This is an optimization exercise on Yosys and OpenROAD, whose aim is small area, not a production implementation.
In this exercise RTL edits were held to simulation tests only and were not proved equivalent to the original.

==> flow/design.v (outline; a module is shown in full before it is edited, if it fits) <==
// module dpll_loop_filter: 2039 lines
// module lf_fa: 4 lines
// module lf_ha: 4 lines
module dpll_loop_filter (
    input  wire               clk,
    input  wire               rst,
    input  wire               start,
    input  wire               preset,
    input  wire signed [31:0] e_loop,
    input  wire               frozen,
    input  wire        [4:0]  bw_code,
    input  wire        [2:0]  damp,
    input  wire               type3,
    input  wire        [9:0]  lim_ppm,
    input  wire signed [47:0] preset_fcw,
    output reg                done,
    output wire signed [47:0] fcw,
    output reg                clamp
);
  // ...
==> flow/run.sh <==
#!/bin/bash
# synth_recipe.tcl (not shown) runs the flow's synth.tcl, then flattens the netlist and writes it again
# the make line also repeats each setting of config.mk as NAME=value (left out here)
make -C /OpenROAD-flow-scripts/flow DESIGN_CONFIG=/design/flow/config.mk WORK_HOME=/design/flow/orfs CLKGATE_MAP_FILE= SYNTH_SCRIPT=/design/flow/synth_recipe.tcl finish
==> flow/config.mk <==
export PLATFORM = sky130hd
export DESIGN_NAME = dpll_loop_filter
export DESIGN_NICKNAME = dpll_loop_filter
export VERILOG_FILES = /design/flow/design.v
export SDC_FILE = /design/flow/constraint.sdc
export NUM_CORES = 4
export LEC_CHECK = 0
export ABC_AREA = 1
export CAP_MARGIN = 20
export CORE_MARGIN = 2
export CORE_UTILIZATION = 40
export CTS_BUF_LIST = sky130_fd_sc_hd__clkbuf_4 sky130_fd_sc_hd__clkbuf_8
export CTS_CLUSTER_SIZE = 12
export SLEW_MARGIN = 20
export SYNTH_HIERARCHICAL = 1
export SYNTH_MEMORY_MAX_BITS = 131072
export SYNTH_MINIMUM_KEEP_SIZE = 0
==> flow/constraint.sdc <==
create_clock -name core_clock -period 40.0 [get_ports {clk}]
set_input_delay 8.0000 -clock core_clock [delete_from_list [all_inputs] [get_ports {clk}]]
set_output_delay 8.0000 -clock core_clock [all_outputs]
set_load 0.01 [all_outputs]
==> impl_metrics.ini, run 1 <==
[timing]
slew_violations = 0
timing.fmax_mhz = 28.15
period_minus_slack_ps = 35530
min_period_over_period = 0.8882

[worst_setup_path]
slowest_stage = o32ai_1
cp_num_buf_inv = 14

[logic_synthesis]
synth-adder-area-share = 0.2605
syn_area_per_cell_sq_um = 6.822
mappedNetlistArea_sq_um = 40240

[grt]
grt_usage = 0.3429
grt_pass1_vias = 41270
grt_use_met3 = 0.04855

[die]
die_height_um = 321.2
taps = 1298
die_w_um = 321.2

[finish]
post-route-util = 0.4370
area_growth_pct = 8.446
fill_cells = 10610
inverters = 714

[routing]
met1_length_um = 74160

[clock_network]
postCtsSetupRepairBufs = 0
cts_tree = built

[min_path]
hp-start = i2[5]

[placed_design]
dpl.hpwl_um = 139000
post-place-cells = 7052

[outcome]
status = no timing/DRC/antenna violations
==> run 2: changes to the inputs <==
==> flow/config.mk (replaced) <==
export PLATFORM = sky130hd
export DESIGN_NAME = dpll_loop_filter
export DESIGN_NICKNAME = dpll_loop_filter
export VERILOG_FILES = /design/flow/design.v
export SDC_FILE = /design/flow/constraint.sdc
export NUM_CORES = 4
export LEC_CHECK = 0
export ABC_AREA = 1
export CAP_MARGIN = 0
export CORE_MARGIN = 2
export CORE_UTILIZATION = 40
export CTS_BUF_LIST = sky130_fd_sc_hd__clkbuf_8
export SLEW_MARGIN = 0
export SYNTH_HIERARCHICAL = 1
export SYNTH_MEMORY_MAX_BITS = 131072
export SYNTH_MINIMUM_KEEP_SIZE = 0
==> run 2 against run 1 <==
Effect of this change: non-clock buffer count did not move; routed wire length barely moved; critical path depth did not move; first-iteration DRC count fell by 2.0%; global-route usage barely moved; synthesized cell count did not move.
==> impl_metrics.ini, run 2 <==
[worst_setup_path]
critPathMaxStageDelay_ps = 750
path_class = in -> reg
crit_family = adder cells
start_kind = primary input
slowest_stage = o32ai_1
worst_ep_required_time_ps = 40580
crit_fanout = 47
crit_path_frequent_cell = fa_1
end_kind = flip-flop
crit_arrival_ps = 36190
cp_num_buf_inv = 14

[clock_network]
cts_hold_buf = 0
clk_latency_ps = 670
postCtsSetupRepairBufs = 0
clockBufferDepth = 3
cts-root-buf = clkbuf_8
cts_resized = 0
clkSinkCount = 234
htree_levels = 2
cts-buffers-inserted = 46
path_clk_slew_ps = 60
cts_tree = built

[finish]
largest_reg_flops = 96
post-route-util = 0.4365
regMostFlops = i2
final_common_cell = nand2_1
fin_area_sq_um = 43590
top_regs = i2 x96, i1 x82, fcw_r x40
fill_cells = 10610
mostFrequentLayoutCells = nand2_1, inv_1, o21ai_0
seq_area_sq_um = 4776
drive_above_1_share = 0.05292
area_growth_pct = 8.330
multi_input_comb_area_sq_um = 31190
layout.nets = 6496

[grt]
grt_usage = 0.3427
use_met2 = 0.5474
grt_pass1_vias = 41270
met1_usage = 0.4503
antenna_found_initial = 3
overflow = 0
grt_busiest_layer = met2
grt_use_met3 = 0.04741
grt_max_degree = 96
grt_pass1_wl_um = 268500

[timing]
setup_viol = 0
timing.fmax_mhz = 28.09
fin_skew_ps = 62.99
worst_slack_ps = 4395
period_minus_slack_ps = 35600
setup-tns-final_ps = 0
relSlewSlack = 0.2352
slew_violations = 0
tightestPinTransition_ps = 1135
rsz0062_at_grt = no
min_period_over_period = 0.8901
hold_viol_final = 0

[logic_synthesis]
syn_nets = 6592
ys.flop_type = dfxtp_1
seq_area_frac_synth = 0.1187
synthArstFlopShare = 0
synth_edf_count = 9
synthCells = 5898
syn_area_per_cell_sq_um = 6.822
synth_top_area_share = 0.2055
mappedNetlistArea_sq_um = 40240
ys_types = 80
yosysMostFrequentCell = nand2_1
ys_seq_elements = 234
ys_warn_count = 7
synth.top_cells.by_count = nand2_1, inv_1, o21ai_0
synth_area_leaders = fa_1, nand2_1, dfxtp_1, o21ai_0, inv_1
synth_top_area_cell = fa_1

[routing]
wl_per_cell_um = 25.36
vias = 42580
ant_nets = 0
routed_wl_um = 181100
dr.first_iter.drc_count = 4948
viasPerCell = 5.964
drc = 0
drtPass1Iterations = 8

[outcome]
status = no timing/DRC/antenna violations

[placed_design]
numPortBuffers = 153
placed_area_sq_um = 42530
gp_congestion = 1.026
dpl.hpwl_um = 139000
dp_worst_setup_slack_ps = 4325

[min_path]
min_path_type = reg -> reg

[die]
die_height_um = 321.2
die_w_um = 321.2
io_pins = 154
core_sq_um = 99860
std_cell_rows = 116
start_util = 0.4030
die_area_sq_um = 103100

[run]
drv_cap = 0
==> run 2: cell counts after synthesis <==
No cell type changed its count.
==> run 2: path summary, 6_finish.rpt <==
kind	from	end	slack [ps]	depth (start not counted)
max	bw_code[0]	i1[34]	4400	121
min	i2[5]	i2[5]	460	2
max reg2reg	p2	i1[34]	11910	122
min reg2reg	i2[5]	i2[5]	460	2
==> run 2: layout make-up <==
type                       count  area share
antenna                        2   0.0001148
clock buffer                  60     0.01894
clock inverter                25    0.005282
inverter                     714     0.06154
multi-input combinational   4558      0.7156
sequential                   234      0.1096
tap                         1298     0.03726
timing repair buffer         248     0.05167
==> run 2: cells by family (layout without fill, tap and decap cells) <==
kind of cell | count (synthesis) | count (layout) | synth area share
flops | 234 | 234 | 0.1187
mux | 18 | 18 | 0.004478
simple gates | 2211 | 2211 | 0.2298
buf+inv | 1106 | 1047 | 0.1100
compound gates | 1434 | 1434 | 0.2100
xor+xnor | 305 | 305 | 0.06658
other cells | 0 | 2 | 0
fa+ha+maj | 590 | 590 | 0.2605
==> run 2: per-module statistics from Yosys, one instance, submodules excluded <==
module / times used / flops+latches
lf_fa: 412 / 0
lf_ha: 87 / 0
dpll_loop_filter: 1 / 234
==> run 2: layer usage <==
metal  up-vias  part of all wire  wire (um)
li1      19340                 -          -
met1     20450              0.41      73790
met2      2286              0.45      81680
met3       497             0.080      14410
met4         0             0.062      11190
met5         -                 0          0
==> run 2: worst register-to-register path: cells and delay by family, from the launching register on <==
kind,cells,cell delay (ps)
compound gates,18,3750
xor+xnor,4,710
fa+ha+maj,30,11490
buf+inv,15,3580
flops,1,710
simple gates,55,7820
==> run 2: metrics by stage <==
step	std cells	hold WS, ps
2_1_floorplan	5898	438.8
3_3_place_gp	7052	451.8
3_5_place_dp	7052	455.1
4_1_cts	7137	464.0
5_1_grt	7138	478.4
6_report	7139	464.3
==> run 3: changes to the inputs <==
--- a/flow/config.mk
+++ b/flow/config.mk
@@ -6,11 +6,11 @@
 export NUM_CORES = 4
 export LEC_CHECK = 0
 export ABC_AREA = 1
-export CAP_MARGIN = 0
+export CAP_MARGIN = 20
 export CORE_MARGIN = 2
 export CORE_UTILIZATION = 40
 export CTS_BUF_LIST = sky130_fd_sc_hd__clkbuf_8
-export SLEW_MARGIN = 0
+export SLEW_MARGIN = 20
 export SYNTH_HIERARCHICAL = 1
 export SYNTH_MEMORY_MAX_BITS = 131072
 export SYNTH_MINIMUM_KEEP_SIZE = 0
==> run 3 against run 2 <==
Effect of this change: still clean on timing, DRC and antenna; non-clock buffer count did not move; core utilization stayed put; clock-buffer cell count stayed put; global-route usage is the same; synthesized area unchanged.
==> impl_metrics.ini, run 3 <==
[logic_synthesis]
ys.flop_type = dfxtp_1
syn_nets = 6592
ys_seq_elements = 234
synth_top_area_share = 0.2055
ys_types = 80
mappedNetlistArea_sq_um = 40240
synthArstFlopShare = 0
syn_area_per_cell_sq_um = 6.822
synth.top_cells.by_count = nand2_1, inv_1, o21ai_0
synthCells = 5898
synth_edf_count = 9
synth_area_leaders = fa_1, nand2_1, dfxtp_1, o21ai_0, inv_1
synth_top_area_cell = fa_1
seq_area_frac_synth = 0.1187
ys_warn_count = 7
yosysMostFrequentCell = nand2_1

[worst_setup_path]
path_class = in -> reg
crit_path_frequent_cell = fa_1
crit_arrival_ps = 36190
end_kind = flip-flop
critPathMaxStageDelay_ps = 750
crit_fanout = 47
slowest_stage = o32ai_1
worst_ep_required_time_ps = 40580
start_kind = primary input

[placed_design]
dp_worst_setup_slack_ps = 4325
placed_area_sq_um = 42530
post-place-cells = 7052
gp_congestion = 1.026
numPortBuffers = 153
dpl.hpwl_um = 139000

[timing]
min_period_over_period = 0.8901
hold_viol_final = 0
tightestPinTransition_ps = 1135
fin_skew_ps = 62.99
worst_slack_ps = 4395
relSlewSlack = 0.2352
setup-tns-final_ps = 0
rsz0062_at_grt = no
period_minus_slack_ps = 35600
hold_slack_ps = 464.3
timing.fmax_mhz = 28.09
slew_violations = 0
setup_viol = 0

[grt]
grt_pass1_vias = 41270
grt_max_degree = 96
grt_usage = 0.3427
overflow = 0
antenna_found_initial = 3
grt_pass1_wl_um = 268500

[finish]
post-route-util = 0.4365
top_regs = i2 x96, i1 x82, fcw_r x40
regMostFlops = i2
fin_cells = 7139
fin_area_sq_um = 43590
drive_above_1_share = 0.05292
mostFrequentLayoutCells = nand2_1, inv_1, o21ai_0
largest_reg_flops = 96
final_common_cell = nand2_1
area_growth_pct = 8.330
layout.nets = 6496
fill_cells = 10610

[clock_network]
clkSinkCount = 234
clockBufferDepth = 3
cts_hold_buf = 0
path_clk_slew_ps = 60
cts-root-buf = clkbuf_8
cts_tree = built
clk_latency_ps = 670
cts_resized = 0
postCtsSetupRepairBufs = 0
cts-buffers-inserted = 46
htree_levels = 2

[die]
std_cell_rows = 116
die_w_um = 321.2
die_height_um = 321.2
io_pins = 154
start_util = 0.4030
die_area_sq_um = 103100
core_sq_um = 99860

[routing]
wl_per_cell_um = 25.36
drc = 0
viasPerCell = 5.964
drtPass1Iterations = 8
dr.first_iter.drc_count = 4948
ant_nets = 0
vias = 42580
routed_wl_um = 181100

[run]
drv_cap = 0

[min_path]
min_path_type = reg -> reg

[outcome]
status = no timing/DRC/antenna violations
==> run 3: cell counts after synthesis <==
No cell type changed its count.
==> run 3: routing by layer <==
layer  wire [um]  track usage
met1       73790       0.4503
met2       81680       0.5474
met3       14410      0.04741
met4       11190       0.1802
met5           0     0.001418
==> run 3: critical path: cells and delay by family <==
family	cells	cell delay (ps)
buf+inv	14	3380
fa+ha+maj	31	11750
xor+xnor	4	700
compound gates	20	4830
simple gates	52	7430
==> run 3: per-module statistics from Yosys, one instance, submodules excluded <==
module,area [sq um],copies in the design,flip-flops and latches
lf_ha,12.51,87,0
dpll_loop_filter,30900,1,234
lf_fa,20.02,412,0
==> run 3: logic make-up after synthesis <==
| kind of cell | after synthesis | synth area share |
|---|---|---|
| buffers and inverters | 1106 | 0.1100 |
| AO/OA/AOI/OAI | 1434 | 0.2100 |
| multiplexers | 18 | 0.004478 |
| adder cells (fa/ha/maj) | 590 | 0.2605 |
| XOR/XNOR | 305 | 0.06658 |
| flip-flops | 234 | 0.1187 |
| AND/OR/NAND/NOR | 2211 | 0.2298 |
==> run 3: final timing paths <==
kind | depth (start not counted) | endpoint | slack, ps | startpoint
worst max register to register | 122 | i1[34] | 11910 | p2
worst min-delay path | 2 | i2[5] | 460 | i2[5]
worst max-delay path | 121 | i1[34] | 4400 | bw_code[0]
worst min register to register | 2 | i2[5] | 460 | i2[5]
==> run 3: area by class of cell <==
cell class	instances	area (sq um)	share of cell area
Antenna cell	2	5.005	0.0001148
Clock buffer	60	825.8	0.01894
Clock inverter	25	230.2	0.005282
Inverter	714	2683	0.06154
Multi-Input combinational cell	4558	31190	0.7156
Sequential cell	234	4776	0.1096
Tap cell	1298	1624	0.03726
Timing Repair Buffer	248	2252	0.05167
==> run 4: changes to the inputs <==
--- a/flow/config.mk
+++ b/flow/config.mk
@@ -10,6 +10,8 @@
 export CORE_MARGIN = 2
 export CORE_UTILIZATION = 40
 export CTS_BUF_LIST = sky130_fd_sc_hd__clkbuf_8
+export CTS_CLUSTER_DIAMETER = 80
+export CTS_CLUSTER_SIZE = 16
 export SLEW_MARGIN = 20
 export SYNTH_HIERARCHICAL = 1
 export SYNTH_MEMORY_MAX_BITS = 131072
==> run 4 against run 3 <==
Effect of this change: still clean on timing, DRC and antenna; non-clock buffer count unchanged; first-iteration DRC count is 5.6% higher; global-route usage down 0.14 points; largest cell class unchanged; highest routed layer is now met5.
==> impl_metrics.ini, run 4 <==
[worst_setup_path]
worst_ep_required_time_ps = 40590
crit_arrival_ps = 36050
crit_family = adder cells
start_kind = primary input
end_kind = flip-flop
critPathMaxStageDelay_ps = 750
slowest_stage = o32ai_1
crit_cells = 121
cp_num_buf_inv = 14
path_class = in -> reg
crit_fanout = 47
crit_path_frequent_cell = fa_1
r2r_cells = 122

[grt]
use_met2 = 0.5458
overflow = 0
grt_busiest_layer = met2
grt_pass1_vias = 40910
met1_usage = 0.4515
grt_pass1_wl_um = 267800
grt_use_met3 = 0.04313
antenna_found_initial = 2
grt_usage = 0.3413
grt_max_degree = 96

[clock_network]
htree_levels = 1
cts_tree = built
cts_resized = 0
clockBufferDepth = 3
clk_latency_ps = 650
cts_hold_buf = 0
clkSinkCount = 234
cts-root-buf = clkbuf_8
path_clk_slew_ps = 110
cts-buffers-inserted = 21
postCtsSetupRepairBufs = 0

[timing]
hold_viol_final = 0
relSlewSlack = 0.2239
min_period_over_period = 0.8866
fin_skew_ps = 44.59
setup_viol = 0
setup-tns-final_ps = 0
timing.fmax_mhz = 28.20
tightestPinTransition_ps = 1152
rsz0062_at_grt = no
slew_violations = 0
period_minus_slack_ps = 35460

[logic_synthesis]
syn_area_per_cell_sq_um = 6.822
synth_top_area_cell = fa_1
synth_top_area_share = 0.2055
synthArstFlopShare = 0
ys.flop_type = dfxtp_1
ys_warn_count = 7
seq_area_frac_synth = 0.1187
synth.top_cells.by_count = nand2_1, inv_1, o21ai_0
yosysMostFrequentCell = nand2_1
mappedNetlistArea_sq_um = 40240
synthCells = 5898
synth_edf_count = 9
ys_types = 80
synth_area_leaders = fa_1, nand2_1, dfxtp_1, o21ai_0, inv_1
ys_seq_elements = 234
syn_nets = 6592

[die]
die_area_sq_um = 103100
start_util = 0.4030
std_cell_rows = 116
io_pins = 154
core_sq_um = 99860
die_height_um = 321.2
die_w_um = 321.2

[placed_design]
gp_congestion = 1.026
numPortBuffers = 153
placed_area_sq_um = 42530
dpl.hpwl_um = 139000

[routing]
routed_wl_um = 180500
wl_per_cell_um = 25.48
viasPerCell = 5.999
ant_nets = 0
drc = 0
vias = 42500
dr.first_iter.drc_count = 5223
drtPass1Iterations = 7

[finish]
drive_above_1_share = 0.04581
largest_reg_flops = 96
layout.nets = 6471
post-route-util = 0.4301
final_common_cell = nand2_1
regMostFlops = i2
fin_area_sq_um = 42950
top_regs = i2 x96, i1 x82, fcw_r x40
mostFrequentLayoutCells = nand2_1, inv_1, o21ai_0
area_growth_pct = 6.741

[min_path]
worstHoldPathCells = 2
min_path_type = reg -> reg

[run]
drv_cap = 0

[outcome]
status = no timing/DRC/antenna violations
## run 4: layout make-up
type                    count  area [sq um]
repair buffers            248          2252
well taps                1298          1624
flip-flops and latches    234          4776
multi-input cells        4558         31190
inverters                 714          2683
diodes                      2         5.005
clock inverters            10         127.6
clock buffers              21         289.0
fillers                 10650         56910
## run 4: path summary, 6_finish.rpt
path | startpoint | end | slack (ps)
max reg2reg | p2 | i1[34] | 11970
min | i2[22] | i2[22] | 470
min reg2reg | i2[22] | i2[22] | 470
max | bw_code[0] | i1[34] | 4540
## run 4: logic make-up after synthesis
family	count (synthesis)	synth area share
mux	18	0.004478
fa+ha+maj	590	0.2605
flops	234	0.1187
simple gates	2211	0.2298
buf+inv	1106	0.1100
compound gates	1434	0.2100
xor+xnor	305	0.06658
## run 4: stage by stage
step,cells,hold slack [ps],worst slack [ps]
6_report,7085,471.7,4538
4_1_cts,7083,470.9,4985
5_1_grt,7084,485.9,2813
3_5_place_dp,7052,455.1,4325
3_3_place_gp,7052,451.8,4728
2_1_floorplan,5898,438.8,10100
## run 4: worst min-delay path, stage by stage, from the launching register on
cell and delay [ps]:
dfxtp_1 330, nand2_1 60, a21oi_1 50
## run 4: per-layer routing
layer,vias up,share of wire
met3,464,0.076
li1,19260,-
met2,2224,0.45
met5,-,0.000055
met4,2,0.061
met1,20550,0.41
## run 4: modules after synthesis (local to each module, per instance)
module | copies in the design | cells inside
lf_fa | 412 | 1
dpll_loop_filter | 1 | 5399
lf_ha | 87 | 1
==> run 5: changes to the inputs <==
==> flow/flow/run.sh (new file) <==
#!/bin/bash
# Own flow: the standard layout (standard.sh), with every input and output
# port buffered by sky130_fd_sc_hd__buf_1 instead of the delay buffer
# clkdlybuf4s50_1 that buffer_ports picks by default.  The tool output goes to
# log_standard.txt in this folder.
set -euo pipefail
export BUFFER_PORTS_ARGS="-buffer_cell sky130_fd_sc_hd__buf_1"
bash standard.sh > log_standard.txt 2>&1
==> flow/standard.sh (new file) <==
#!/bin/bash
# synth_recipe.tcl (not shown) runs the flow's synth.tcl, then flattens the netlist and writes it again
# the make line also repeats each setting of config.mk as NAME=value (left out here)
make -C /OpenROAD-flow-scripts/flow DESIGN_CONFIG=/design/flow/config.mk WORK_HOME=/design/flow/orfs CLKGATE_MAP_FILE= SYNTH_SCRIPT=/design/flow/synth_recipe.tcl "${@:-finish}"
--- a/flow/config.mk
+++ b/flow/config.mk
@@ -10,8 +10,6 @@
 export CORE_MARGIN = 2
 export CORE_UTILIZATION = 40
 export CTS_BUF_LIST = sky130_fd_sc_hd__clkbuf_8
-export CTS_CLUSTER_DIAMETER = 80
-export CTS_CLUSTER_SIZE = 16
 export SLEW_MARGIN = 20
 export SYNTH_HIERARCHICAL = 1
 export SYNTH_MEMORY_MAX_BITS = 131072
removed: flow/run.sh
==> run 5 against run 4 <==
Effect of this change: maximum frequency rose by 1.8%; clock skew decreased by 22 ps; synthesized cell count stayed put; largest cell class unchanged; die area unchanged; global-route usage decreased by 0.42 points.
==> impl_metrics.ini, run 5 <==
[timing]
period_minus_slack_ps = 34840
hold_viol_final = 0
relSlewSlack = 0.2293
rsz0062_at_grt = no
setup-tns-final_ps = 0
tightestPinTransition_ps = 1144
worst_slack_ps = 5162
slew_violations = 0
fin_skew_ps = 22.34
hold_slack_ps = 463.7
min_period_over_period = 0.8709
timing.fmax_mhz = 28.70
setup_viol = 0

[finish]
post-route-util = 0.4269
mostFrequentLayoutCells = nand2_1, inv_1, o21ai_0
fill_cells = 10800
area_growth_pct = 5.936
largest_reg_flops = 96
final_common_cell = nand2_1
regMostFlops = i2
seq_area_sq_um = 4776
fin_cells = 7140
top_regs = i2 x96, i1 x82, fcw_r x40
layout.nets = 6495
fin_area_sq_um = 42630
multi_input_comb_area_sq_um = 31190
drive_above_1_share = 0.05242

[worst_setup_path]
worst_ep_required_time_ps = 40540
end_kind = flip-flop
crit_fanout = 82
crit_arrival_ps = 35380
path_class = in -> reg
slowest_stage = inv_1
crit_path_frequent_cell = fa_1
start_kind = primary input
critPathMaxStageDelay_ps = 880

[logic_synthesis]
synthArstFlopShare = 0
mappedNetlistArea_sq_um = 40240
ys_seq_elements = 234
ys_warn_count = 7
synth-adder-area-share = 0.2605
synth-xor-area-share = 0.06658
synth_area_leaders = fa_1, nand2_1, dfxtp_1, o21ai_0, inv_1
syn_area_per_cell_sq_um = 6.822
seq_area_frac_synth = 0.1187
ys_types = 80
synth_top_family_by_area = adder cells
synth_edf_count = 9
yosysMostFrequentCell = nand2_1
synthCells = 5898
synth_compound_area_frac = 0.2100
syn_nets = 6592
ys.flop_type = dfxtp_1
synth_top_area_share = 0.2055
synth_mux_area_frac = 0.004478
synth-simple-area-share = 0.2298
synth_top_area_cell = fa_1
synth.top_cells.by_count = nand2_1, inv_1, o21ai_0

[clock_network]
clockBufferDepth = 3
cts_resized = 0
cts-buffers-inserted = 45
cts-root-buf = clkbuf_8
clkSinkCount = 234
cts_hold_buf = 0
htree_levels = 2
clk_latency_ps = 640
path_clk_slew_ps = 60
postCtsSetupRepairBufs = 0
cts_tree = built

[grt]
grt_pass1_vias = 41410
overflow = 0
grt_pass1_wl_um = 265700
antenna_found_initial = 5
grt_usage = 0.3371
grt_max_degree = 84

[routing]
vias = 42490
wl_per_cell_um = 24.76
drtPass1Iterations = 8
drc = 0
routed_wl_um = 176800
viasPerCell = 5.951
dr.first_iter.drc_count = 4897
ant_nets = 0

[placed_design]
placed_area_sq_um = 41560
gp_congestion = 1.018
numPortBuffers = 153
post-place-cells = 7051
dp_worst_setup_slack_ps = 4663
dpl.hpwl_um = 136100

[run]
drv_cap = 0

[outcome]
status = no timing/DRC/antenna violations

[die]
die_w_um = 321.2
start_util = 0.4030
die_height_um = 321.2
io_pins = 154
die_area_sq_um = 103100
std_cell_rows = 116
core_sq_um = 99860

[min_path]
min_path_type = reg -> reg
[run 5: routing by layer]
layer / wire (um) / GRT usage / share of wire
met2: 79350 / 0.5377 / 0.45
met5: 0 / 0 / 0
met3: 14910 / 0.06126 / 0.084
met1: 71800 / 0.4380 / 0.41
met4: 10720 / 0.1676 / 0.061
[run 5: kinds of logic after synthesis]
group	Yosys count
AO/OA/AOI/OAI	1434
XOR/XNOR	305
adder cells (fa/ha/maj)	590
buffers and inverters	1106
flip-flops	234
multiplexers	18
AND/OR/NAND/NOR	2211
[run 5: worst paths after layout]
| check | from | endpoint | slack, ps | cells after the start |
|---|---|---|---|---|
| setup / recovery | bw_code[0] | i2[42] | 5160 | 115 |
| hold / removal | i2[22] | i2[22] | 460 | 2 |
| setup reg to reg | p2 | i2[42] | 12190 | 114 |
| hold reg to reg | i2[22] | i2[22] | 460 | 2 |
[run 5: per-module statistics from Yosys (local to each module, per instance)]
module	cell area [sq um]	copies in the design	cells inside	flops+latches
dpll_loop_filter	30900	1	5399	234
lf_ha	12.51	87	1	0
lf_fa	20.02	412	1	0
[run 5: final cells by class]
type / count / area share
multi-input combinational: 4558 / 0.7316
sequential: 234 / 0.1120
inverter: 714 / 0.06293
tap: 1298 / 0.03810
timing repair buffer: 248 / 0.03032
clock buffer: 55 / 0.01776
clock inverter: 29 / 0.006986
antenna: 4 / 0.0002348
[run 5: critical path, delay by kind of cell]
kind | cells | cell delay [ps]
xor+xnor | 4 | 1150
buf+inv | 14 | 3320
compound gates | 17 | 4010
fa+ha+maj | 31 | 11820
simple gates | 49 | 6920
==> run 6: changes to the inputs <==
--- a/flow/config.mk
+++ b/flow/config.mk
@@ -10,6 +10,8 @@
 export CORE_MARGIN = 2
 export CORE_UTILIZATION = 40
 export CTS_BUF_LIST = sky130_fd_sc_hd__clkbuf_8
+export CTS_CLUSTER_DIAMETER = 80
+export CTS_CLUSTER_SIZE = 16
 export SLEW_MARGIN = 20
 export SYNTH_HIERARCHICAL = 1
 export SYNTH_MEMORY_MAX_BITS = 131072
==> run 6 against run 5 <==
Effect of this change: still clean; via count is 0.63% lower; critical path depth down 1; die area unchanged; routed wire length is essentially flat; clock-buffer cell count is 34 lower; synthesized cell count stayed put; register-to-register slack got worse by 110 ps; worst setup slack got worse by 80 ps; critical path type unchanged; largest cell class unchanged; highest routed layer is now met5.
==> impl_metrics.ini, run 6 <==
[worst_setup_path]
end_kind = flip-flop
crit_path_frequent_cell = fa_1
crit_cells = 114
crit_family = adder cells
path_class = in -> reg
r2r_cells = 114
crit_fanout = 82
slowest_stage = inv_1
critPathMaxStageDelay_ps = 890
start_kind = primary input
worst_ep_required_time_ps = 40550
cp_num_buf_inv = 13
crit_arrival_ps = 35460

[clock_network]
cts_resized = 0
cts-root-buf = clkbuf_8
clockBufferDepth = 3
cts_hold_buf = 0
clkSinkCount = 234
cts_tree = built
clk_latency_ps = 660
cts-buffers-inserted = 21
htree_levels = 1
path_clk_slew_ps = 110
postCtsSetupRepairBufs = 0

[finish]
drive_above_1_share = 0.04511
fin_area_sq_um = 41950
layout.nets = 6470
post-route-util = 0.4201
fin_cells = 7088
seq_area_sq_um = 4776
largest_reg_flops = 96
fill_cells = 10840
final_common_cell = nand2_1
mostFrequentLayoutCells = nand2_1, inv_1, o21ai_0
regMostFlops = i2
area_growth_pct = 4.257
multi_input_comb_area_sq_um = 31190
top_regs = i2 x96, i1 x82, fcw_r x40

[grt]
grt_pass1_vias = 40970
antenna_found_initial = 4
grt_max_degree = 84
overflow = 0
grt_pass1_wl_um = 265700
grt_usage = 0.3369

[die]
die_area_sq_um = 103100
start_util = 0.4030
core_sq_um = 99860
io_pins = 154
die_w_um = 321.2
die_height_um = 321.2
std_cell_rows = 116

[timing]
worst_slack_ps = 5082
rsz0062_at_grt = no
min_period_over_period = 0.8729
setup-tns-final_ps = 0
hold_slack_ps = 470.6
fin_skew_ps = 70.04
slew_violations = 0
hold_viol_final = 0
relSlewSlack = 0.2033
tightestPinTransition_ps = 1182
timing.fmax_mhz = 28.64
setup_viol = 0
period_minus_slack_ps = 34920

[routing]
dr.first_iter.drc_count = 4933
ant_nets = 0
drc = 0
vias = 42230
viasPerCell = 5.957
drtPass1Iterations = 9
wl_per_cell_um = 24.94
routed_wl_um = 176800

[logic_synthesis]
ys_seq_elements = 234
ys_types = 80
ys.flop_type = dfxtp_1
synthArstFlopShare = 0
yosysMostFrequentCell = nand2_1
syn_area_per_cell_sq_um = 6.822
syn_nets = 6592
mappedNetlistArea_sq_um = 40240
seq_area_frac_synth = 0.1187
synthCells = 5898
ys_warn_count = 7
synth_area_leaders = fa_1, nand2_1, dfxtp_1, o21ai_0, inv_1
synth.top_cells.by_count = nand2_1, inv_1, o21ai_0
synth_edf_count = 9
synth_top_area_share = 0.2055
synth_top_area_cell = fa_1

[placed_design]
gp_congestion = 1.018
dp_worst_setup_slack_ps = 4663
placed_area_sq_um = 41560
dpl.hpwl_um = 136100
post-place-cells = 7051
numPortBuffers = 153

[min_path]
worstHoldPathCells = 2
min_path_type = reg -> reg

[outcome]
status = no timing/DRC/antenna violations

[run]
drv_cap = 0
run 6: cell type report:
cell class / count / share of cell area
antenna: 4 / 0.0002386
inverter: 714 / 0.06395
clock buffer: 21 / 0.006890
tap: 1298 / 0.03871
multi-input combinational: 4558 / 0.7434
timing repair buffer: 247 / 0.03069
clock inverter: 12 / 0.002267
sequential: 234 / 0.1138
run 6: metal layers:
layer / global-route usage / vias up / wire length (um)
met1: 0.4475 / 20340 / 72570
met3: 0.04855 / 465 / 14250
li1: - / 19260 / -
met2: 0.5448 / 2152 / 80270
met5: 0 / - / 11
met4: 0.1474 / 2 / 9664
run 6: path summary, 6_finish.rpt:
path / start / end / slack (ps)
setup / recovery: bw_code[0] / i2[50] / 5080
hold / removal: i1[13] / i1[13] / 470
setup reg to reg: p2 / i2[50] / 12080
hold reg to reg: i1[13] / i1[13] / 470
run 6: worst min-delay path: cells and delay by family (launching register included):
| kind | cells | cell delay, ps |
|---|---|---|
| flip-flops | 1 | 330 |
| AO/OA/AOI/OAI | 1 | 50 |
| AND/OR/NAND/NOR | 1 | 60 |
run 6: modules after synthesis, one instance, submodules excluded:
module | copies in the design | flops+latches | cell area (sq um) | cells
dpll_loop_filter | 1 | 234 | 30900 | 5399
lf_ha | 87 | 0 | 12.51 | 1
lf_fa | 412 | 0 | 20.02 | 1
run 6: logic make-up (layout without fill, tap and decap cells):
logic type	Yosys count	count (layout)	share of synthesized area
compound gates	1434	1434	0.2100
xor+xnor	305	305	0.06658
fa+ha+maj	590	590	0.2605
buf+inv	1106	994	0.1100
flops	234	234	0.1187
mux	18	18	0.004478
other cells	0	4	0
simple gates	2211	2211	0.2298
==> run 7: changes to the inputs <==
--- a/flow/config.mk
+++ b/flow/config.mk
@@ -11,7 +11,8 @@
 export CORE_UTILIZATION = 40
 export CTS_BUF_LIST = sky130_fd_sc_hd__clkbuf_8
 export CTS_CLUSTER_DIAMETER = 80
-export CTS_CLUSTER_SIZE = 16
+export CTS_CLUSTER_SIZE = 12
+export GPL_TIMING_DRIVEN = 0
 export SLEW_MARGIN = 20
 export SYNTH_HIERARCHICAL = 1
 export SYNTH_MEMORY_MAX_BITS = 131072
==> run 7 against run 6 <==
Effect of this change: core utilization increased by 1.0 points; clock-buffer cell count up 5; critical path depth increased by 10; sequential share of layout area fell by 0.27 points; sequential cell count is the same; worst setup slack lost 2200 ps; cell count is 4.3% higher; via count is 5.2% higher; critical endpoint is now fcw_r[0].
==> impl_metrics.ini, run 7 <==
[outcome]
status = no timing/DRC/antenna violations

[grt]
grt_usage = 0.3937
grt_pass1_vias = 43330
grt_pass1_wl_um = 297900
grt_max_degree = 20
overflow = 0
antenna_found_initial = 5

[clock_network]
postCtsSetupRepairBufs = 0
cts_tree = built
clockBufferDepth = 3
cts-root-buf = clkbuf_8
path_clk_slew_ps = 90
cts_resized = 0
clk_latency_ps = 700
cts-buffers-inserted = 25
htree_levels = 1
cts_hold_buf = 0
clkSinkCount = 234

[die]
die_w_um = 321.2
io_pins = 154
die_area_sq_um = 103100
core_sq_um = 99860
std_cell_rows = 116
die_height_um = 321.2
start_util = 0.4030

[worst_setup_path]
critPathMaxStageDelay_ps = 900
reg2reg_from = p2
worst_ep_required_time_ps = 40640
start_kind = primary input
crit_path_frequent_cell = nand2_1
slowest_stage = nor2_1
reg2reg_to = fcw_r[0]
crit_arrival_ps = 37790
crit_fanout = 16
r2r_cells = 122
r2r_slack_ps = 9960
path_class = in -> reg
end_kind = flip-flop

[finish]
layout.nets = 6777
area_growth_pct = 6.732
mostFrequentLayoutCells = nand2_1, inv_1, o21ai_0
drive_above_1_share = 0.03612
fin_cells = 7391
largest_reg_flops = 96
top_regs = i2 x96, i1 x82, fcw_r x40
regMostFlops = i2
final_common_cell = nand2_1

[placed_design]
dpl.hpwl_um = 170700
post-place-cells = 7353
numPortBuffers = 152
gp_congestion = 1.058

[timing]
fin_skew_ps = 59.43
tightestPinTransition_ps = 1174
timing.fmax_mhz = 26.92
period_minus_slack_ps = 37150
relSlewSlack = 0.2143
rsz0062_at_grt = no
setup-tns-final_ps = 0
min_period_over_period = 0.9288
slew_violations = 0
hold_viol_final = 0
setup_viol = 0

[routing]
wl_per_cell_um = 28.03
dr.first_iter.drc_count = 5589
drtPass1Iterations = 9
ant_nets = 0
drc = 0
viasPerCell = 6.012
routed_wl_um = 207100
vias = 44430

[logic_synthesis]
synth_top_area_cell = fa_1
synth_area_leaders = fa_1, nand2_1, dfxtp_1, o21ai_0, inv_1
ys_seq_elements = 234
yosysMostFrequentCell = nand2_1
synthCells = 5898
synth_top_area_share = 0.2055
mappedNetlistArea_sq_um = 40240
ys_warn_count = 7
syn_nets = 6592
synth.top_cells.by_count = nand2_1, inv_1, o21ai_0
ys_types = 80
ys.flop_type = dfxtp_1
synth_edf_count = 9
syn_area_per_cell_sq_um = 6.822
seq_area_frac_synth = 0.1187
synthArstFlopShare = 0

[min_path]
worstHoldPathCells = 2
hold_end = i1[1]
min_path_type = reg -> reg
hp-start = i1[1]

[run]
drv_cap = 0
-- run 7: cell counts after synthesis --
Identical to the previous run, type by type.
-- run 7: layer usage --
layer	routed length (um)	global-route usage	vias to the layer above	share of wire
met5	25	0	-	0.00012
met1	82060	0.4940	21490	0.40
met2	93750	0.6420	2413	0.45
li1	-	-	19910	-
met3	16530	0.06177	616	0.080
met4	14770	0.2276	4	0.071
-- run 7: layout make-up --
type                       instances  area (sq um)
clock buffer                      26         357.8
multi-input combinational       4558         31060
fill                           10860         56910
buffer                           392          1744
inverter                         714          2683
clock inverter                     8         75.07
antenna                            3         7.507
timing repair buffer             158         623.1
sequential                       234          4775
tap                             1298          1624
-- run 7: worst max path at each step --
stage / startpoint / endpoint / slack (ps) / cells after the start
after floorplan: e_loop[12] / i2[21] / 10100 / 101
after global placement: bw_code[0] / fcw_r[0] / 2490 / 123
after detailed placement: bw_code[0] / fcw_r[0] / 2750 / 125
after CTS: bw_code[0] / fcw_r[0] / 3350 / 123
after global routing: bw_code[0] / i1[41] / 1650 / 125
final: bw_code[0] / fcw_r[0] / 2850 / 124
-- run 7: logic make-up (layout without fill, tap and decap cells) --
kind of cell	Yosys count	in the layout	synth area share
AOI/OAI and AO/OA	1434	1434	0.2100
xor gates and xnor gates	305	305	0.06658
adders and majority gates	590	590	0.2605
buffers and inverters	1106	1298	0.1100
DFF	234	234	0.1187
muxes	18	18	0.004478
other	0	3	0
and+or+nand+nor	2211	2211	0.2298
-- run 7: worst max-delay path: cells and delay by family --
kind            cells  cell delay (ps)
fa+ha+maj          30            12050
simple gates       61            10600
compound gates     16             3730
buf+inv            14             2520
xor+xnor            3              790
-- run 7: metrics by stage --
| stage | hold WS [ps] | utilization | cell area [sq um] | setup slack [ps] |
|---|---|---|---|---|
| finish | 467.9 | 0.4301 | 42950 | 2846 |
| global route | 480.9 | 0.4300 | 42940 | 1651 |
| CTS | 467.4 | 0.4299 | 42930 | 3354 |
| detailed placement | 455.3 | 0.4256 | 42500 | 2750 |
| global placement | 451.7 | 0.4249 | 42430 | 2493 |
| floorplan | 438.8 | - | 40240 | 10100 |
-- run 7: Yosys stat by module, one instance, submodules excluded --
| module | cell area (sq um) | flip-flops and latches | times used |
|---|---|---|---|
| lf_fa | 20.02 | 0 | 412 |
| dpll_loop_filter | 30900 | 234 | 1 |
| lf_ha | 12.51 | 0 | 87 |
==> run 8: changes to the inputs <==
--- a/flow/config.mk
+++ b/flow/config.mk
@@ -12,7 +12,6 @@
 export CTS_BUF_LIST = sky130_fd_sc_hd__clkbuf_8
 export CTS_CLUSTER_DIAMETER = 80
 export CTS_CLUSTER_SIZE = 12
-export GPL_TIMING_DRIVEN = 0
 export SLEW_MARGIN = 20
 export SYNTH_HIERARCHICAL = 1
 export SYNTH_MEMORY_MAX_BITS = 131072
==> run 8 against run 7 <==
Effect of this change: worst setup slack improved by 2200 ps; clock skew up 9.5 ps; register-to-register slack gained 2100 ps; largest cell class unchanged; highest routed layer unchanged.
==> impl_metrics.ini, run 8 <==
[finish]
fill_cells = 10860
drive_above_1_share = 0.04612
fin_area_sq_um = 42030
regMostFlops = i2
final_common_cell = nand2_1
largest_reg_flops = 96
layout.nets = 6475
mostFrequentLayoutCells = nand2_1, inv_1, o21ai_0
area_growth_pct = 4.453
top_regs = i2 x96, i1 x82, fcw_r x40

[timing]
period_minus_slack_ps = 34950
setup-tns-final_ps = 0
min_period_over_period = 0.8738
worst_slack_ps = 5047
setup_viol = 0
hold_viol_final = 0
rsz0062_at_grt = no
tightestPinTransition_ps = 1152
relSlewSlack = 0.2237
slew_violations = 0
timing.fmax_mhz = 28.61
fin_skew_ps = 68.94

[clock_network]
postCtsSetupRepairBufs = 0
path_clk_slew_ps = 80
clockBufferDepth = 3
cts-buffers-inserted = 26
cts_tree = built
clk_latency_ps = 660
htree_levels = 1
cts-root-buf = clkbuf_8
cts_hold_buf = 0
clkSinkCount = 234
cts_resized = 0

[routing]
ant_nets = 0
dr.first_iter.drc_count = 5093
wl_per_cell_um = 24.89
vias = 42360
routed_wl_um = 176500
viasPerCell = 5.973
drtPass1Iterations = 6
drc = 0

[outcome]
status = no timing/DRC/antenna violations

[worst_setup_path]
critPathMaxStageDelay_ps = 900
crit_arrival_ps = 35460
crit_path_frequent_cell = fa_1
end_kind = flip-flop
path_class = in -> reg
slowest_stage = inv_1
start_kind = primary input
worst_ep_required_time_ps = 40510
crit_fanout = 82

[logic_synthesis]
synth_area_leaders = fa_1, nand2_1, dfxtp_1, o21ai_0, inv_1
ys_warn_count = 7
mappedNetlistArea_sq_um = 40240
synth_edf_count = 9
seq_area_frac_synth = 0.1187
yosysMostFrequentCell = nand2_1
synthArstFlopShare = 0
syn_nets = 6592
syn_area_per_cell_sq_um = 6.822
synth_top_area_share = 0.2055
ys_seq_elements = 234
ys_types = 80
ys.flop_type = dfxtp_1
synth.top_cells.by_count = nand2_1, inv_1, o21ai_0
synthCells = 5898
synth_top_area_cell = fa_1

[grt]
antenna_found_initial = 5
grt_pass1_vias = 41120
grt_max_degree = 84
grt_pass1_wl_um = 265000
overflow = 0
grt_usage = 0.3357

[placed_design]
numPortBuffers = 153
dpl.hpwl_um = 136100
gp_congestion = 1.018
dp_worst_setup_slack_ps = 4663
placed_area_sq_um = 41560

[die]
die_area_sq_um = 103100
die_w_um = 321.2
start_util = 0.4030
die_height_um = 321.2
std_cell_rows = 116
core_sq_um = 99860
io_pins = 154

[min_path]
min_path_type = reg -> reg

[run]
drv_cap = 0
[run 8: cell counts after synthesis]
Identical to the previous run, type by type.
[run 8: final timing paths]
check,slack (ps),from,end,cells past startpoint
max,5050,bw_code[0],i2[58],115
min,470,i1[13],i1[13],2
max reg2reg,12060,p2,i2[58],114
min reg2reg,470,i1[13],i1[13],2
[run 8: logic make-up after synthesis]
family	Yosys count	synth area share
buf+inv	1106	0.1100
xor+xnor	305	0.06658
flops	234	0.1187
compound gates	1434	0.2100
simple gates	2211	0.2298
mux	18	0.004478
fa+ha+maj	590	0.2605
[run 8: per-module statistics from Yosys (local to each module, per instance)]
module,flops+latches,cells inside
lf_fa,0,1
lf_ha,0,1
dpll_loop_filter,234,5399
[run 8: stage by stage]
| step | cells | hold WS, ps | util |
|---|---|---|---|
| finish | 7091 | 468.6 | 0.4209 |
| CTS | 7087 | 469.9 | 0.4208 |
| floorplan | 5898 | 438.8 | - |
| global route | 7090 | 483.6 | 0.4209 |
| global placement | 7051 | 452.1 | 0.4162 |
| detailed placement | 7051 | 455.7 | 0.4162 |
[run 8: critical path: cells and delay by family]
family          cells  cell delay (ps)
xor+xnor            4             1130
compound gates     17             4100
buf+inv            14             3350
simple gates       49             6980
fa+ha+maj          31            11810
[run 8: routing by layer]
metal  wire, um  part of all wire  global-route usage  vias up
met1      71440              0.40              0.4411    20340
met2      79290              0.45              0.5397     2250
met3      15440             0.087             0.05377      494
met5         12          0.000068                   0        -
met4      10340             0.059              0.1570        2
li1           -                 -                   -    19280
[run 8: area by class of cell]
type / count / area [sq um] / area share
repair buffers: 247 / 1287 / 0.03063
well taps: 1298 / 1624 / 0.03864
flip-flops and latches: 234 / 4776 / 0.1136
clock inverters: 9 / 91.34 / 0.002173
clock buffers: 27 / 371.6 / 0.008842
inverters: 714 / 2683 / 0.06383
multi-input cells: 4558 / 31190 / 0.7420
diodes: 4 / 10.01 / 0.0002382
==> run 9: changes to the inputs <==
==> flow/flow/run.sh (replaced) <==
#!/bin/bash
# Own flow: the standard layout (standard.sh), with every input and output
# port buffered by sky130_fd_sc_hd__buf_1 instead of the delay buffer
# clkdlybuf4s50_1 that buffer_ports picks by default, and ORFS's power recovery
# (repair_timing -recover_power after global routing: downsizing gates on paths
# with positive slack) enabled.  The tool output goes to log_standard.txt here.
set -euo pipefail
export BUFFER_PORTS_ARGS="-buffer_cell sky130_fd_sc_hd__buf_1"
export RECOVER_POWER=100
bash standard.sh > log_standard.txt 2>&1
==> run 9 against run 8 <==
Effect of this change: now fails the layout checks on capacitance limit, slew limit; global-route usage unchanged; first-iteration DRC count is 0.35% higher; worst setup slack lost 1200 ps; non-clock buffer count is the same.
==> impl_metrics.ini, run 9 <==
[routing]
dr.first_iter.drc_count = 5111
drtPass1Iterations = 9
wl_met2_um = 79360
viasPerCell = 5.987
drc = 0
met1_length_um = 71690
ant_nets = 0
routed_wl_um = 176900
route.met3.wl_um = 15490
vias = 42450
top_layer = met5
wl_per_cell_um = 24.95

[clock_network]
cts_resized = 0
cts-buffers-inserted = 26
cts_tree = built
path_clk_slew_ps = 90
cts_hold_buf = 0
htree_levels = 1
clockBufferDepth = 3
cts-root-buf = clkbuf_8
postCtsSetupRepairBufs = 0
clk_latency_ps = 660
clkSinkCount = 234

[timing]
setup_viol = 0
hold_viol_final = 0
rsz0062_at_grt = no
slew_violations = 219
period_minus_slack_ps = 36150
setup-tns-final_ps = 0
timing.fmax_mhz = 27.66
hold_slack_ps = 468.7
fin_skew_ps = 65.89
relSlewSlack = -1.192
tightestPinTransition_ps = 3289
min_period_over_period = 0.9038

[logic_synthesis]
syn_area_per_cell_sq_um = 6.822
synth_edf_count = 9
synth_area_leaders = fa_1, nand2_1, dfxtp_1, o21ai_0, inv_1
ys.flop_type = dfxtp_1
ys_seq_elements = 234
synth_top_area_share = 0.2055
synth_top_area_cell = fa_1
seq_area_frac_synth = 0.1187
yosysMostFrequentCell = nand2_1
syn_nets = 6592
synth.top_cells.by_count = nand2_1, inv_1, o21ai_0
mappedNetlistArea_sq_um = 40240
synthArstFlopShare = 0
ys_types = 80
synthCells = 5898
ys_warn_count = 7

[die]
io_pins = 154
die_height_um = 321.2
die_w_um = 321.2
core_sq_um = 99860
start_util = 0.4030
die_area_sq_um = 103100
std_cell_rows = 116

[finish]
area_growth_pct = 4.297
post-route-util = 0.4203
drive_above_1_share = 0.04353
mostFrequentLayoutCells = nand2_1, inv_1, o21ai_0
largest_reg_flops = 96
fill_cells = 10870
regMostFlops = i2
final_common_cell = nand2_1
top_regs = i2 x96, i1 x82, fcw_r x40
layout.nets = 6475

[grt]
grt_max_degree = 84
grt_pass1_vias = 41120
overflow = 0
antenna_found_initial = 5
grt_pass1_wl_um = 265000
grt_usage = 0.3357

[worst_setup_path]
start_kind = primary input
critPathMaxStageDelay_ps = 1450
crit_arrival_ps = 36700
worst_ep_required_time_ps = 40550
end_kind = flip-flop
slowest_stage = a21oi_1
critPathLaunch = bw_code[0]
path_class = in -> reg
crit_path_frequent_cell = fa_1
reg2reg_from = p2
crit_fanout = 82

[placed_design]
dpl.hpwl_um = 136100
gp_congestion = 1.018
numPortBuffers = 153

[outcome]
status = finished with violations
violations = capacitance limit, slew limit

[run]
drv_cap = 4

[min_path]
min_path_type = reg -> reg
hp-start = i2[22]
## run 9: modules after synthesis, one instance, submodules excluded
module            flip-flops and latches  cells  cell area, sq um  times used
lf_ha                                  0      1             12.51          87
lf_fa                                  0      1             20.02         412
dpll_loop_filter                     234   5399             30900           1
## run 9: layout make-up
class                           instances  area (sq um)  share of cell area
Tap cell                             1298          1624             0.03870
Clock inverter                          9         91.34            0.002176
Antenna cell                            4         10.01           0.0002385
Timing Repair Buffer                  247          1274             0.03035
Sequential cell                       234          4776              0.1138
Clock buffer                           27         371.6            0.008855
Multi-Input combinational cell       4558         31140              0.7420
Inverter                              714          2683             0.06392
## run 9: logic make-up after synthesis
family,share of synthesized area
simple gates,0.2298
compound gates,0.2100
buf+inv,0.1100
fa+ha+maj,0.2605
xor+xnor,0.06658
flops,0.1187
mux,0.004478
## run 9: final timing paths
kind / endpoint / slack [ps] / cells past startpoint
worst max register to register: i2[25] / 10850 / 114
worst min register to register: i2[22] / 470 / 2
worst max-delay path: i2[25] / 3850 / 115
worst min-delay path: i2[22] / 470 / 2
## run 9: routing by layer
layer  up-vias  GRT usage
met5         -          0
met4         2     0.1570
met3       488    0.05377
met2      2217     0.5397
met1     20460     0.4411
li1      19290          -
## run 9: worst max-delay path: cells and delay by family
kind | cells | cell delay, ps
fa+ha+maj | 31 | 11960
simple gates | 48 | 5860
buf+inv | 13 | 3370
xor+xnor | 4 | 720
compound gates | 19 | 6640
## run 9: stage by stage
| step | area (sq um) | worst slack (ps) | std cells |
|---|---|---|---|
| floorplan | 40240 | 10100 | 5898 |
| detailed placement | 41560 | 4663 | 7051 |
| global route | 41960 | 1602 | 7090 |
| global placement | 41560 | 4925 | 7051 |
| CTS | 42020 | 5300 | 7087 |
| finish | 41970 | 3848 | 7091 |
==> run 10: changes to the inputs <==
==> flow/flow/run.sh (replaced) <==
#!/bin/bash
# Own flow: the standard layout (standard.sh), with every input and output
# port buffered by sky130_fd_sc_hd__buf_1 instead of the delay buffer
# clkdlybuf4s50_1 that buffer_ports picks by default, and clock tree synthesis
# without dummy loads.  The tool output goes to log_standard.txt in this folder.
set -euo pipefail
export BUFFER_PORTS_ARGS="-buffer_cell sky130_fd_sc_hd__buf_1"
export CTS_ARGS="-sink_clustering_enable -repair_clock_nets -sink_clustering_size 12 -sink_clustering_max_diameter 80 -buf_list sky130_fd_sc_hd__clkbuf_8 -dont_use_dummy_load"
bash standard.sh > log_standard.txt 2>&1
--- a/flow/config.mk
+++ b/flow/config.mk
@@ -8,7 +8,7 @@
 export ABC_AREA = 1
 export CAP_MARGIN = 20
 export CORE_MARGIN = 2
-export CORE_UTILIZATION = 40
+export CORE_UTILIZATION = 50
 export CTS_BUF_LIST = sky130_fd_sc_hd__clkbuf_8
 export CTS_CLUSTER_DIAMETER = 80
 export CTS_CLUSTER_SIZE = 12
==> run 10 against run 9 <==
Effect of this change: the run now finishes clean; core utilization is 9.9 points higher; clock-buffer cell count is 3 lower; cell count is 3.5% lower; worst hold slack worse by 3.5 ps; critical path type unchanged.
==> impl_metrics.ini, run 10 <==
[clock_network]
cts_hold_buf = 0
cts-buffers-inserted = 24
path_clk_slew_ps = 90
clk_latency_ps = 670
htree_levels = 1
clockBufferDepth = 3
cts-root-buf = clkbuf_8
postCtsSetupRepairBufs = 0
cts_resized = 0
cts_tree = built
clkSinkCount = 234

[grt]
antenna_found_initial = 2
overflow = 0
grt_pass1_wl_um = 259800
grt_usage = 0.4124
grt_pass1_vias = 40830
grt_max_degree = 96

[logic_synthesis]
synth.top_cells.by_count = nand2_1, inv_1, o21ai_0
synthCells = 5898
syn_nets = 6592
synth_mux_area_frac = 0.004478
synth_top_family_by_area = adder cells
ys_warn_count = 7
ys_types = 80
synth-adder-area-share = 0.2605
ys.flop_type = dfxtp_1
synth_area_leaders = fa_1, nand2_1, dfxtp_1, o21ai_0, inv_1
mappedNetlistArea_sq_um = 40240
seq_area_frac_synth = 0.1187
synth-xor-area-share = 0.06658
synth_edf_count = 9
synth-simple-area-share = 0.2298
synth_top_area_share = 0.2055
synth_top_area_cell = fa_1
syn_area_per_cell_sq_um = 6.822
ys_seq_elements = 234
yosysMostFrequentCell = nand2_1
synth_compound_area_frac = 0.2100
synthArstFlopShare = 0

[timing]
fin_skew_ps = 95.71
slew_violations = 0
setup-tns-final_ps = 0
timing.fmax_mhz = 28.33
setup_viol = 0
min_period_over_period = 0.8824
period_minus_slack_ps = 35300
relSlewSlack = 0.2563
tightestPinTransition_ps = 1116
hold_viol_final = 0
rsz0062_at_grt = no

[finish]
fill_cells = 8381
layout.nets = 6478
mostFrequentLayoutCells = nand2_1, inv_1, o21ai_0
area_growth_pct = 3.498
drive_above_1_share = 0.04531
largest_reg_flops = 96
regMostFlops = i2
fin_area_sq_um = 41640
final_common_cell = nand2_1
top_regs = i2 x96, i1 x82, fcw_r x40

[routing]
routed_wl_um = 174100
wl_per_cell_um = 25.44
dr.first_iter.drc_count = 5705
vias = 43030
drtPass1Iterations = 10
drc = 0
wl_met2_um = 77990
viasPerCell = 6.287
top_layer = met4
met1_length_um = 67740
ant_nets = 0
route.met3.wl_um = 15510

[die]
start_util = 0.5020
std_cell_rows = 104
die_height_um = 287.7
die_w_um = 287.7
core_sq_um = 80160
die_area_sq_um = 82760
io_pins = 154

[min_path]
hp-start = i1[27]
hold_end = i1[27]
worstHoldPathCells = 2
min_path_type = reg -> reg

[worst_setup_path]
slowest_stage = nand2_2
reg2reg_to = i1[77]
worst_ep_required_time_ps = 40500
reg2reg_from = p2
path_class = in -> reg
critPathMaxStageDelay_ps = 750
r2r_cells = 123
crit_fanout = 57
start_kind = primary input
crit_path_frequent_cell = nand2_1
crit_arrival_ps = 35800
r2r_slack_ps = 11910
end_kind = flip-flop

[placed_design]
gp_congestion = 1.086
dpl.hpwl_um = 133200
numPortBuffers = 153
placed_area_sq_um = 41310

[outcome]
status = no timing/DRC/antenna violations

[run]
drv_cap = 0
run 10: cell counts after synthesis:
No cell type changed its count.
run 10: cell families (layout without fill, tap and decap cells):
kind of cell | count (synthesis) | in the layout
XOR/XNOR | 305 | 305
AND/OR/NAND/NOR | 2211 | 2211
adder cells (fa/ha/maj) | 590 | 590
buffers and inverters | 1106 | 990
flip-flops | 234 | 234
other | 0 | 2
multiplexers | 18 | 18
AO/OA/AOI/OAI | 1434 | 1434
run 10: layout make-up:
class,count,area [sq um],area share
repair buffers,252,1325,0.03182
inverters,714,2684,0.06445
flip-flops and latches,234,4776,0.1147
clock buffers,24,330.3,0.007932
multi-input cells,4558,31200,0.7492
diodes,2,5.005,0.0001202
well taps,1060,1326,0.03185
run 10: worst max path at each step:
stage / startpoint / to / slack [ps] / cells past startpoint
after CTS: bw_code[0] / i1[77] / 4700 / 127
after detailed placement: bw_code[0] / i1[75] / 4120 / 127
after global placement: bw_code[0] / i1[75] / 4560 / 127
after floorplan: e_loop[12] / i2[21] / 10100 / 101
final: bw_code[0] / i1[77] / 4700 / 127
after global routing: bw_code[0] / i1[77] / 2810 / 127
run 10: per-stage QoR:
step           std cells  hold slack (ps)  worst slack, ps  utilization
5_1_grt             6843            485.2             2806       0.5195
2_1_floorplan       5898            438.8            10100            -
3_5_place_dp        6818            455.7             4121       0.5153
3_3_place_gp        6818            451.7             4562       0.5153
6_report            6844            465.2             4705       0.5195
4_1_cts             6842            466.8             4699       0.5194
run 10: per-layer routing:
| metal | GRT usage | up-vias |
|---|---|---|
| li1 | - | 19280 |
| met1 | 0.5325 | 20460 |
| met2 | 0.6573 | 2649 |
| met3 | 0.06014 | 646 |
| met4 | 0.2413 | 0 |
| met5 | 0 | - |
run 10: critical path: cells and delay by family:
kind            cells  cell delay (ps)
simple gates       68             9530
fa+ha+maj          29            11530
buf+inv            12             2520
xor+xnor            2              480
compound gates     16             3620
run 10: per-module statistics from Yosys (local to each module, per instance):
module	flops+latches	cells inside
dpll_loop_filter	234	5399
lf_fa	0	1
lf_ha	0	1
==> run 11: changes to the inputs <==
--- a/flow/config.mk
+++ b/flow/config.mk
@@ -8,10 +8,11 @@
 export ABC_AREA = 1
 export CAP_MARGIN = 20
 export CORE_MARGIN = 2
-export CORE_UTILIZATION = 50
+export CORE_UTILIZATION = 40
 export CTS_BUF_LIST = sky130_fd_sc_hd__clkbuf_8
 export CTS_CLUSTER_DIAMETER = 80
 export CTS_CLUSTER_SIZE = 12
+export PLACE_DENSITY = 0.75
 export SLEW_MARGIN = 20
 export SYNTH_HIERARCHICAL = 1
 export SYNTH_MEMORY_MAX_BITS = 131072
==> run 11 against run 10 <==
Effect of this change: synthesized area unchanged; cell count is 3.4% higher; first-iteration DRC count rose by 11%; worst hold slack improved by 0.55 ps; register-to-register slack worse by 760 ps; clock skew decreased by 45 ps; critical path depth down 2; worst setup slack got worse by 550 ps; non-clock buffer count decreased by 5; highest routed layer is now met5; sequential cell count did not move; critical endpoint is now i1[80].
==> impl_metrics.ini, run 11 <==
[worst_setup_path]
end_kind = flip-flop
crit_arrival_ps = 36320
r2r_slack_ps = 11150
reg2reg_to = i1[80]
worst_ep_required_time_ps = 40470
r2r_cells = 121
critPathLaunch = bw_code[0]
reg2reg_from = p2
start_kind = primary input
crit_fanout = 57
crit_path_frequent_cell = nand2_1
slowest_stage = inv_1
path_class = in -> reg
critPathMaxStageDelay_ps = 980

[routing]
vias = 43200
ant_nets = 0
wl_per_cell_um = 24.37
routed_wl_um = 172400
dr.first_iter.drc_count = 6356
viasPerCell = 6.105
drtPass1Iterations = 9
drc = 0

[logic_synthesis]
ys_seq_elements = 234
synth_top_area_share = 0.2055
synthArstFlopShare = 0
ys_types = 80
seq_area_frac_synth = 0.1187
synthCells = 5898
synth_compound_area_frac = 0.2100
mappedNetlistArea_sq_um = 40240
synth_area_leaders = fa_1, nand2_1, dfxtp_1, o21ai_0, inv_1
synth.top_cells.by_count = nand2_1, inv_1, o21ai_0
synth_mux_area_frac = 0.004478
synth-xor-area-share = 0.06658
ys.flop_type = dfxtp_1
synth_top_area_cell = fa_1
syn_nets = 6592
synth-adder-area-share = 0.2605
ys_warn_count = 7
synth_top_family_by_area = adder cells
yosysMostFrequentCell = nand2_1
syn_area_per_cell_sq_um = 6.822
synth-simple-area-share = 0.2298
synth_edf_count = 9

[grt]
grt_max_degree = 96
antenna_found_initial = 3
grt_usage = 0.3254
grt_pass1_vias = 41330
grt_pass1_wl_um = 258000
overflow = 0

[min_path]
hold_end = i1[19]
min_path_type = reg -> reg
worstHoldPathCells = 2
hp-start = i1[19]

[finish]
final_common_cell = nand2_1
layout.nets = 6473
drive_above_1_share = 0.04466
top_regs = i2 x96, i1 x82, fcw_r x40
largest_reg_flops = 96
regMostFlops = i2
area_growth_pct = 4.136
mostFrequentLayoutCells = nand2_1, inv_1, o21ai_0

[clock_network]
clkSinkCount = 234
path_clk_slew_ps = 90
cts_resized = 0
cts-root-buf = clkbuf_8
cts-buffers-inserted = 24
cts_hold_buf = 0
htree_levels = 1
clk_latency_ps = 620
clockBufferDepth = 3
postCtsSetupRepairBufs = 0
cts_tree = built

[timing]
fin_skew_ps = 50.90
rsz0062_at_grt = no
slew_violations = 0
hold_slack_ps = 465.8
timing.fmax_mhz = 27.90
tightestPinTransition_ps = 1108
setup-tns-final_ps = 0
setup_viol = 0
relSlewSlack = 0.2589
worst_slack_ps = 4153
hold_viol_final = 0
min_period_over_period = 0.8962
period_minus_slack_ps = 35850

[placed_design]
gp_congestion = 1.045
numPortBuffers = 153
dpl.hpwl_um = 132400
dp_worst_setup_slack_ps = 4115

[run]
drv_cap = 0

[outcome]
status = no timing/DRC/antenna violations

[die]
start_util = 0.4030
die_w_um = 321.2
std_cell_rows = 116
die_height_um = 321.2
io_pins = 154
core_sq_um = 99860
die_area_sq_um = 103100
run 11: worst max-delay path by stage:
stage	slack [ps]	endpoint
after global routing	2400	i1[78]
after floorplan	10100	i2[21]
after detailed placement	4120	i1[78]
after global placement	4510	i1[79]
after CTS	4730	i1[78]
final	4150	i1[80]
run 11: layout make-up:
type | count | area [sq um]
fill | 10590 | 57950
multi-input combinational | 4558 | 31200
sequential | 234 | 4776
inverter | 714 | 2683
tap | 1298 | 1624
timing repair buffer | 247 | 1287
clock buffer | 24 | 330.3
antenna | 1 | 2.502
run 11: layer usage:
layer / GRT usage / vias to the layer above / wire length (um)
li1: - / 19260 / -
met1: 0.4193 / 20530 / 67760
met2: 0.5172 / 2734 / 75510
met3: 0.05598 / 668 / 16710
met4: 0.1807 / 6 / 12400
met5: 0 / - / 51
run 11: critical path, delay by kind of cell:
| kind | cells | cell delay, ps |
|---|---|---|
| AO/OA/AOI/OAI | 16 | 3380 |
| XOR/XNOR | 3 | 680 |
| adder cells (fa/ha/maj) | 31 | 12010 |
| buffers and inverters | 18 | 4550 |
| AND/OR/NAND/NOR | 57 | 7600 |
run 11: Yosys stat by module (local to each module, per instance):
module,copies in the design,area [sq um],flops+latches
dpll_loop_filter,1,30900,234
lf_fa,412,20.02,0
lf_ha,87,12.51,0
run 11: metrics by stage:
step / cells / instance area, sq um / util
after floorplan: 5898 / 40240 / -
after global placement: 7051 / 41570 / 0.4163
after detailed placement: 7051 / 41570 / 0.4163
after CTS: 7075 / 41900 / 0.4196
after global routing: 7075 / 41900 / 0.4196
final: 7076 / 41900 / 0.4196
run 11: logic make-up after synthesis:
group | after synthesis
xor+xnor | 305
simple gates | 2211
mux | 18
fa+ha+maj | 590
compound gates | 1434
flops | 234
buf+inv | 1106

==> separate check: timing with driven ports <==
Ports are ideal in the flow. The routed layouts listed here were re-timed in OpenROAD.
Step 1 assumes that a clkbuf_16 drives the clock port and a buf_2 every other input.
Step 2 adds t to the input delays and takes it off the output delays; t is the mean of the earliest and latest rising clock arrival at the registers after step 1. Input paths then give back, and output paths get back, about the clock's delay inside the block.
Slacks: no drivers / after step 1 / after step 2; pairs: no drivers / after step 1.
| run | t (ns) | slack for setup (ns) | worst slew at a driven data input, ns |
|---|---|---|---|
| run 1 | 0.703 | 4.474 / 4.516 / 3.813 | 0.08 |
| run 2 | 0.698 | 4.395 / 4.436 / 3.739 | 0.09 |
| run 3 | 0.698 | 4.395 / 4.436 / 3.739 | 0.09 |
| run 4 | 0.691 | 4.538 / 4.577 / 3.886 | 0.09 |
| run 5 | 0.688 | 5.162 / 5.201 / 4.513 | 0.12 |
| run 6 | 0.684 | 5.082 / 5.123 / 4.438 | 0.12 |
| run 7 | 0.730 | 2.846 / 2.889 / 2.159 | 0.10 |
| run 8 | 0.681 | 5.047 / 5.085 / 4.404 | 0.12 |
| run 9 | 0.680 | 3.848 / 3.883 / 3.203 | 0.13 |
| run 10 | 0.681 | 4.705 / 4.740 / 4.059 | 0.07 |
| run 11 | 0.652 | 4.153 / 4.186 / 3.534 | 0.05 |
The setup slack of run 7, which loses most, moves by +0.043 ns with the drivers and by -0.687 ns with both steps.
